This is an optimization exercise on Yosys and OpenROAD, whose aim is small area, a short achievable clock period and few clock cycles per item, not a production implementation. Function was checked by simulation only, so behaviour that the tests miss may differ from the original.

==> build 95 <==
==> flow/design.v (excerpt) <==
module holly_aes256 (
    input  wire         clk,
    input  wire         rst,         
    input  wire         in_valid,
    output wire         in_ready,
    input  wire [255:0] in_key,
    input  wire [127:0] in_block,
    output wire         out_valid,
    input  wire         out_ready,
    output wire [127:0] out_block
);
    reg  [127:0] s_state;
    reg  [255:0] s_key;       
    reg          s_v, s_spec, s_park;
    reg  [3:0]   s_rnd;
    reg  [63:0]  m_mid;       
    reg  [271:0] m_t;         
    reg  [15:0]  m_u7;        
    reg  [127:0] m_rk;        
    reg  [127:0] m_q;         
    reg  [15:0]  m_kmid;      
    reg          m_v, m_spec;
    reg  [3:0]   m_rnd;
    reg  [127:0] o_data;
    reg          o_v;
    reg          rdy;
    assign in_ready  = rdy;
    assign out_valid = o_v;
    assign out_block = o_data;
    wire [63:0]  s1_mid;
    wire [271:0] s1_t;
    aes_round_s1 u_r1 (.s(s_state), .m(s1_mid), .t(s1_t));
    wire [15:0]  s1_kmid;
    aes_key_s1 u_k1 (.w(s_key[31:0]), .m(s1_kmid));
    reg  [7:0]   rcon;
    always @(*) begin
        case (s_rnd)
            4'd1:    rcon = 8'h01;
  ...
==> module g_mux2, before the edit <==
module g_mux2(input wire s, input wire a, input wire b, output wire y); assign y = s ? b : a; endmodule
==> module holly_aes256, before the edit <==
module holly_aes256 (
    input  wire         clk,
    input  wire         rst,         
    input  wire         in_valid,
    output wire         in_ready,
    input  wire [255:0] in_key,
    input  wire [127:0] in_block,
    output wire         out_valid,
    input  wire         out_ready,
    output wire [127:0] out_block
);
    reg  [127:0] s_state;
    reg  [255:0] s_key;       
    reg          s_v, s_spec, s_park;
    reg  [3:0]   s_rnd;
    reg  [63:0]  m_mid;       
    reg  [271:0] m_t;         
    reg  [15:0]  m_u7;        
    reg  [127:0] m_rk;        
    reg  [127:0] m_q;         
    reg  [15:0]  m_kmid;      
    reg          m_v, m_spec;
    reg  [3:0]   m_rnd;
    reg  [127:0] o_data;
    reg          o_v;
    reg          rdy;
    assign in_ready  = rdy;
    assign out_valid = o_v;
    assign out_block = o_data;
    wire [63:0]  s1_mid;
    wire [271:0] s1_t;
    aes_round_s1 u_r1 (.s(s_state), .m(s1_mid), .t(s1_t));
    wire [15:0]  s1_kmid;
    aes_key_s1 u_k1 (.w(s_key[31:0]), .m(s1_kmid));
    reg  [7:0]   rcon;
    always @(*) begin
        case (s_rnd)
            4'd1:    rcon = 8'h01;
            4'd3:    rcon = 8'h02;
            4'd5:    rcon = 8'h04;
            4'd7:    rcon = 8'h08;
            4'd9:    rcon = 8'h10;
            4'd11:   rcon = 8'h20;
            4'd13:   rcon = 8'h40;
            default: rcon = 8'h00;
        endcase
    end
    wire [31:0]  rc = {rcon, 24'h000000};
    wire [31:0]  q0 = s_key[255:224] ^ rc;
    wire [31:0]  q1 = q0 ^ s_key[223:192];
    wire [31:0]  q2 = q1 ^ s_key[191:160];
    wire [31:0]  q3 = q2 ^ s_key[159:128];
    wire [15:0]  s_u7;
    genvar gi;
    generate
        for (gi = 0; gi < 16; gi = gi + 1) begin : g_u7
            assign s_u7[15-gi] = s_state[120-8*gi];
        end
    endgenerate
    wire [127:0] y_mc, y_last;
    aes_round_s2 u_r2 (.m(m_mid), .t(m_t), .u7(m_u7), .rk(m_rk), .y_mc(y_mc), .y_last(y_last));
    wire [31:0]  sub;
    aes_key_s2 u_k2 (.m(m_kmid), .w(m_rk[31:0]), .y(sub));
    wire [31:0]  temp = m_rnd[0] ? {sub[23:0], sub[31:24]} : sub;
    wire [255:0] key_next = {m_rk, m_q[127:96] ^ temp, m_q[95:64] ^ temp,
                             m_q[63:32] ^ temp, m_q[31:0] ^ temp};
    wire spec_present = (s_v & s_spec) | (m_v & m_spec);
    wire m_fin  = m_v & (m_rnd == 4'd14);
    wire m_cont = m_v & (m_rnd != 4'd14);
    wire acc    = in_valid & rdy;
    wire m_fin_acc = m_fin & (~m_spec | acc);
    wire o_free = ~o_v | out_ready;
    wire can_load = ~m_cont & ~s_park & ~spec_present;
    wire s_hold = s_park & o_v & ~out_ready;
    wire sel_mc = m_cont & ~s_hold;
    wire [127:0] s_other = s_hold ? s_state :
                           (m_fin & (s_park | (o_v & ~out_ready))) ? y_last :
                           (in_block ^ in_key[255:128]);
    wire [127:0] o_new = s_park ? s_state : y_last;
    wire [127:0] s_d, o_d;
    generate
        for (gi = 0; gi < 128; gi = gi + 1) begin : g_reg_mux
            g_mux2 u_s (.s(sel_mc), .a(s_other[gi]), .b(y_mc[gi]), .y(s_d[gi]));
            g_mux2 u_o (.s(o_free), .a(o_data[gi]), .b(o_new[gi]), .y(o_d[gi]));
        end
    endgenerate
    reg        n_s_v, n_s_spec, n_s_park, n_m_v, n_m_spec, n_o_v;
    reg  [3:0] n_s_rnd, n_m_rnd;
    always @(*) begin
        n_m_v    = s_v & ~s_park;
        n_m_spec = s_spec & ~acc;
        n_m_rnd  = s_rnd;
        n_s_v    = 1'b0;
        n_s_spec = 1'b0;
        n_s_park = 1'b0;
        n_s_rnd  = s_rnd;
        n_o_v    = o_v & ~out_ready;
        if (s_park) begin
            if (o_free) begin
                n_o_v    = 1'b1;
                if (m_fin_acc) begin
                    n_s_v = 1'b1; n_s_park = 1'b1;
                end else if (m_cont) begin
                    n_s_v = 1'b1; n_s_spec = m_spec & ~acc; n_s_rnd = m_rnd + 4'd1;
                end
            end else begin
                n_s_v = 1'b1; n_s_park = 1'b1;    
            end
        end else begin
            if (m_fin_acc & o_free) begin
                n_o_v  = 1'b1;
            end
            if (m_fin_acc & ~o_free) begin
                n_s_v = 1'b1; n_s_park = 1'b1;
            end else if (m_cont) begin
                n_s_v = 1'b1; n_s_spec = m_spec & ~acc; n_s_rnd = m_rnd + 4'd1;
            end else if (can_load) begin
                n_s_v = in_valid; n_s_spec = ~rdy; n_s_rnd = 4'd1;
            end
        end
        if (rst) begin
            n_s_v = 1'b0; n_s_park = 1'b0; n_m_v = 1'b0; n_o_v = 1'b0;
        end
    end
    wire n_spec_present = (n_s_v & n_s_spec) | (n_m_v & n_m_spec);
    wire n_m_cont = n_m_v & (n_m_rnd != 4'd14);
    wire [1:0] n_cnt = (n_s_v & ~n_s_spec) + (n_m_v & ~n_m_spec) + n_o_v;
    wire n_rdy = (n_cnt < 2'd2) & (n_spec_present | (~n_m_cont & ~n_s_park));
    always @(posedge clk) begin
        s_v <= n_s_v; s_spec <= n_s_spec; s_park <= n_s_park; s_rnd <= n_s_rnd;
        m_v <= n_m_v; m_spec <= n_m_spec; m_rnd <= n_m_rnd;
        o_v <= n_o_v;
        rdy <= n_rdy;
        s_state <= s_d;
        s_key <= m_cont ? key_next : in_key;
        m_mid  <= s1_mid;
        m_t    <= s1_t;
        m_u7   <= s_u7;
        m_rk   <= s_key[127:0];
        m_q    <= {q0, q1, q2, q3};
        m_kmid <= s1_kmid;
        o_data <= o_d;
    end
endmodule
Settings: LEC_CHECK=0, ABC_CLOCK_PERIOD_IN_PS=3000, CAP_MARGIN=20, CORE_MARGIN=2, CORE_UTILIZATION=45, SLEW_MARGIN=20, SYNTH_HIERARCHICAL=1; clock period 10.0 ns.
standard.sh (not shown) runs the stock make flow with config.mk's settings and CLKGATE_MAP_FILE= SYNTH_SCRIPT=/design/flow/synth_recipe.tcl, a recipe that flattens the netlist after the stock synthesis.
==> flow/flow/run.sh <==
#!/bin/bash
# The standard layout (the standard.sh: ORFS from synthesis to finish, at the unchanged
# 10 ns clock and constraints), with changes only to how the layout is optimised:
#  - repair_timing aims for 6.5 ns of setup slack, so the layout is sized for the shortest
#    period it can reach;
#  - every port still gets its buffer, but the ports are buffered with the small buf_1 cell
#    (the resizer upsizes the ones that need it);
#  - clock tree synthesis uses clkbuf_4/clkbuf_8 buffers and no dummy loads.
# make's full output goes to orfs_make.log here; each ORFS step also logs under orfs/logs/.
set -euo pipefail
bash standard.sh \
  SETUP_SLACK_MARGIN=6.5 \
  "BUFFER_PORTS_ARGS=-buffer_cell sky130_fd_sc_hd__buf_1" \
  "CTS_ARGS=-sink_clustering_enable -repair_clock_nets -dont_use_dummy_load -buf_list {sky130_fd_sc_hd__clkbuf_4 sky130_fd_sc_hd__clkbuf_8}" \
  finish > orfs_make.log 2>&1
==> build 17 (differences from build 95) <==
==> flow/flow/run.sh (replaced) <==
#!/bin/bash
# The standard layout (the standard.sh, ORFS from synthesis to finish), with two changes
# to how the layout is optimised:
#  - repair_timing aims for 6.5 ns of setup slack (at the unchanged 10 ns clock), so the
#    layout is sized for the shortest period it can reach;
#  - ports are buffered with the small buf_1 cell (every port still gets its buffer; the
#    resizer upsizes the ones that need it).
set -euo pipefail
bash standard.sh SETUP_SLACK_MARGIN=6.5 "BUFFER_PORTS_ARGS=-buffer_cell sky130_fd_sc_hd__buf_1" finish > orfs_make.log 2>&1
--- a/flow/config.mk
+++ b/flow/config.mk
@@ -9,5 +9,5 @@
 export CAP_MARGIN = 20
 export CORE_MARGIN = 2
-export CORE_UTILIZATION = 45
+export CORE_UTILIZATION = 55
 export SLEW_MARGIN = 20
 export SYNTH_HIERARCHICAL = 1
==> trial 58 (differences from build 95) <==
--- a/flow/design.v
+++ b/flow/design.v
@@ -3,5 +3,4 @@
 module g_nand(input wire a, input wire b, output wire y); assign y = ~(a & b); endmodule
 module g_nor (input wire a, input wire b, output wire y); assign y = ~(a | b); endmodule
-module g_mux2(input wire s, input wire a, input wire b, output wire y); assign y = s ? b : a; endmodule
 module aes_sbox_s1 (input wire [7:0] u, output wire [3:0] m, output wire [16:0] t);
     wire T5, T7, T11, T12, T14, T18, T21, T24, T25, T26, M1, M2, M3, M4, M5, M6, M7, M8, M9, M10, M11, M12, M13, M14, M15, M16, M17, M18, M19, M20, M21, M22, M23, M24, M25, M26, M27, M28, M29, M30, M31, M32, M33, M34, M35, M36;
@@ -581,16 +580,4 @@
     wire can_load = ~m_cont & ~s_park & ~spec_present;
     wire s_hold = s_park & o_v & ~out_ready;
-    wire sel_mc = m_cont & ~s_hold;
-    wire [127:0] s_other = s_hold ? s_state :
-                           (m_fin & (s_park | (o_v & ~out_ready))) ? y_last :
-                           (in_block ^ in_key[255:128]);
-    wire [127:0] o_new = s_park ? s_state : y_last;
-    wire [127:0] s_d, o_d;
-    generate
-        for (gi = 0; gi < 128; gi = gi + 1) begin : g_reg_mux
-            g_mux2 u_s (.s(sel_mc), .a(s_other[gi]), .b(y_mc[gi]), .y(s_d[gi]));
-            g_mux2 u_o (.s(o_free), .a(o_data[gi]), .b(o_new[gi]), .y(o_d[gi]));
-        end
-    endgenerate
     reg        n_s_v, n_s_spec, n_s_park, n_m_v, n_m_spec, n_o_v;
     reg  [3:0] n_s_rnd, n_m_rnd;
@@ -640,5 +627,9 @@
         o_v <= n_o_v;
         rdy <= n_rdy;
-        s_state <= s_d;
+        if (!s_hold) begin
+            if (m_cont)                                  s_state <= y_mc;
+            else if (m_fin & (s_park | (o_v & ~out_ready))) s_state <= y_last;
+            else                                         s_state <= in_block ^ in_key[255:128];
+        end
         s_key <= m_cont ? key_next : in_key;
         m_mid  <= s1_mid;
@@ -648,5 +639,5 @@
         m_q    <= {q0, q1, q2, q3};
         m_kmid <= s1_kmid;
-        o_data <= o_d;
+        if (o_free) o_data <= s_park ? s_state : y_last;
     end
 endmodule
==> flow/run.sh (new file) <==
#!/bin/bash
# synth_recipe.tcl (not shown) runs the flow's synth.tcl, then flattens the netlist and writes it again
# the make line also repeats each setting of config.mk as NAME=value (left out here)
make -C /OpenROAD-flow-scripts/flow DESIGN_CONFIG=/design/flow/config.mk WORK_HOME=/design/flow/orfs CLKGATE_MAP_FILE= SYNTH_SCRIPT=/design/flow/synth_recipe.tcl finish
--- a/flow/config.mk
+++ b/flow/config.mk
@@ -9,5 +9,6 @@
 export CAP_MARGIN = 20
 export CORE_MARGIN = 2
-export CORE_UTILIZATION = 45
+export CORE_UTILIZATION = 40
+export SETUP_SLACK_MARGIN = 5
 export SLEW_MARGIN = 20
 export SYNTH_HIERARCHICAL = 1
removed: flow/flow/run.sh
removed: flow/standard.sh
==> run notes <==
Clock-buffer cell count: build 95 > trial 58 > build 17. In build 17 the non-clock buffer count is higher than in build 95, by 12. Via count: trial 58 is lower than build 95 (5.1%). Final area: trial 58 > build 17 > build 95.
==> figures <==
Result of the run: build 95 finished clean; trial 58 finished clean; build 17 finished clean
Placer Congestion: build 95 1.01; trial 58 0.971; build 17 0.969
Number of global-route vias before repair: build 95 45.8k; trial 58 43.7k; build 17 44.9k
Final standard cell area without fillers: build 95 73700 um^2; trial 58 74800 um^2; build 17 74600 um^2
Clock buffers and inverters, area share: build 95 3.59%; trial 58 5.96%; build 17 5.53%
Number of enable flip-flop cells after synthesis: build 95 4; trial 58 260; build 17 4
Final-layout non-clock buffer area share: build 95 4.35%; trial 58 7.63%; build 17 4.33%
Synthesized area per cell: build 95 9.59 um^2; trial 58 10.1 um^2; build 17 9.59 um^2
Die Width: build 95 380 um; trial 58 400 um; build 17 344 um
Data arrival time of the worst path: build 95 4280 ps; trial 58 4970 ps; build 17 4220 ps
Reg2reg setup slack: build 95 6530 ps; trial 58 5830 ps; build 17 6450 ps
Testbench counts of build 95, summed over its fixed seeds: cycles 7,208, blocks 512.
Testbench counts of build 17, summed over its fixed seeds: cycles 7,208, blocks 512.
Testbench counts of trial 58, summed over its fixed seeds: cycles 7,208, blocks 512.

[separate check: timing with driven ports]
The results above use ideal ports. As a check the final layouts listed here were re-extracted and re-timed, cells and wires unchanged.
Step 1 assumes that a clkbuf_16 drives the clock port and a buf_2 every other input.
Step 2, shift: input delay + t, output delay - t, t = (earliest + latest rising clock arrival at the registers) / 2. This alone moves slack from input paths to output paths.
a / b / c = no drivers / after step 1 / after step 2; a / b = the first two.
| run | shift t [ns] | setup WS [ns] | worst data-port slew with drivers (ns) | pins driven straight from the clock port |
|---|---|---|---|---|
| build 95 | 0.976 | 6.482 / 6.506 / 5.551 | 0.05 | 1 |
| build 17 | 0.808 | 6.453 / 6.453 / 5.683 | 0.08 | 1 |
| trial 58 | 0.853 | 5.523 / 5.575 / 4.722 | 0.08 | 1 |
After both steps setup and hold are still met in every run listed. The setup slack of build 95, which loses most, moves by +0.024 ns with the drivers and by -0.931 ns with both steps.
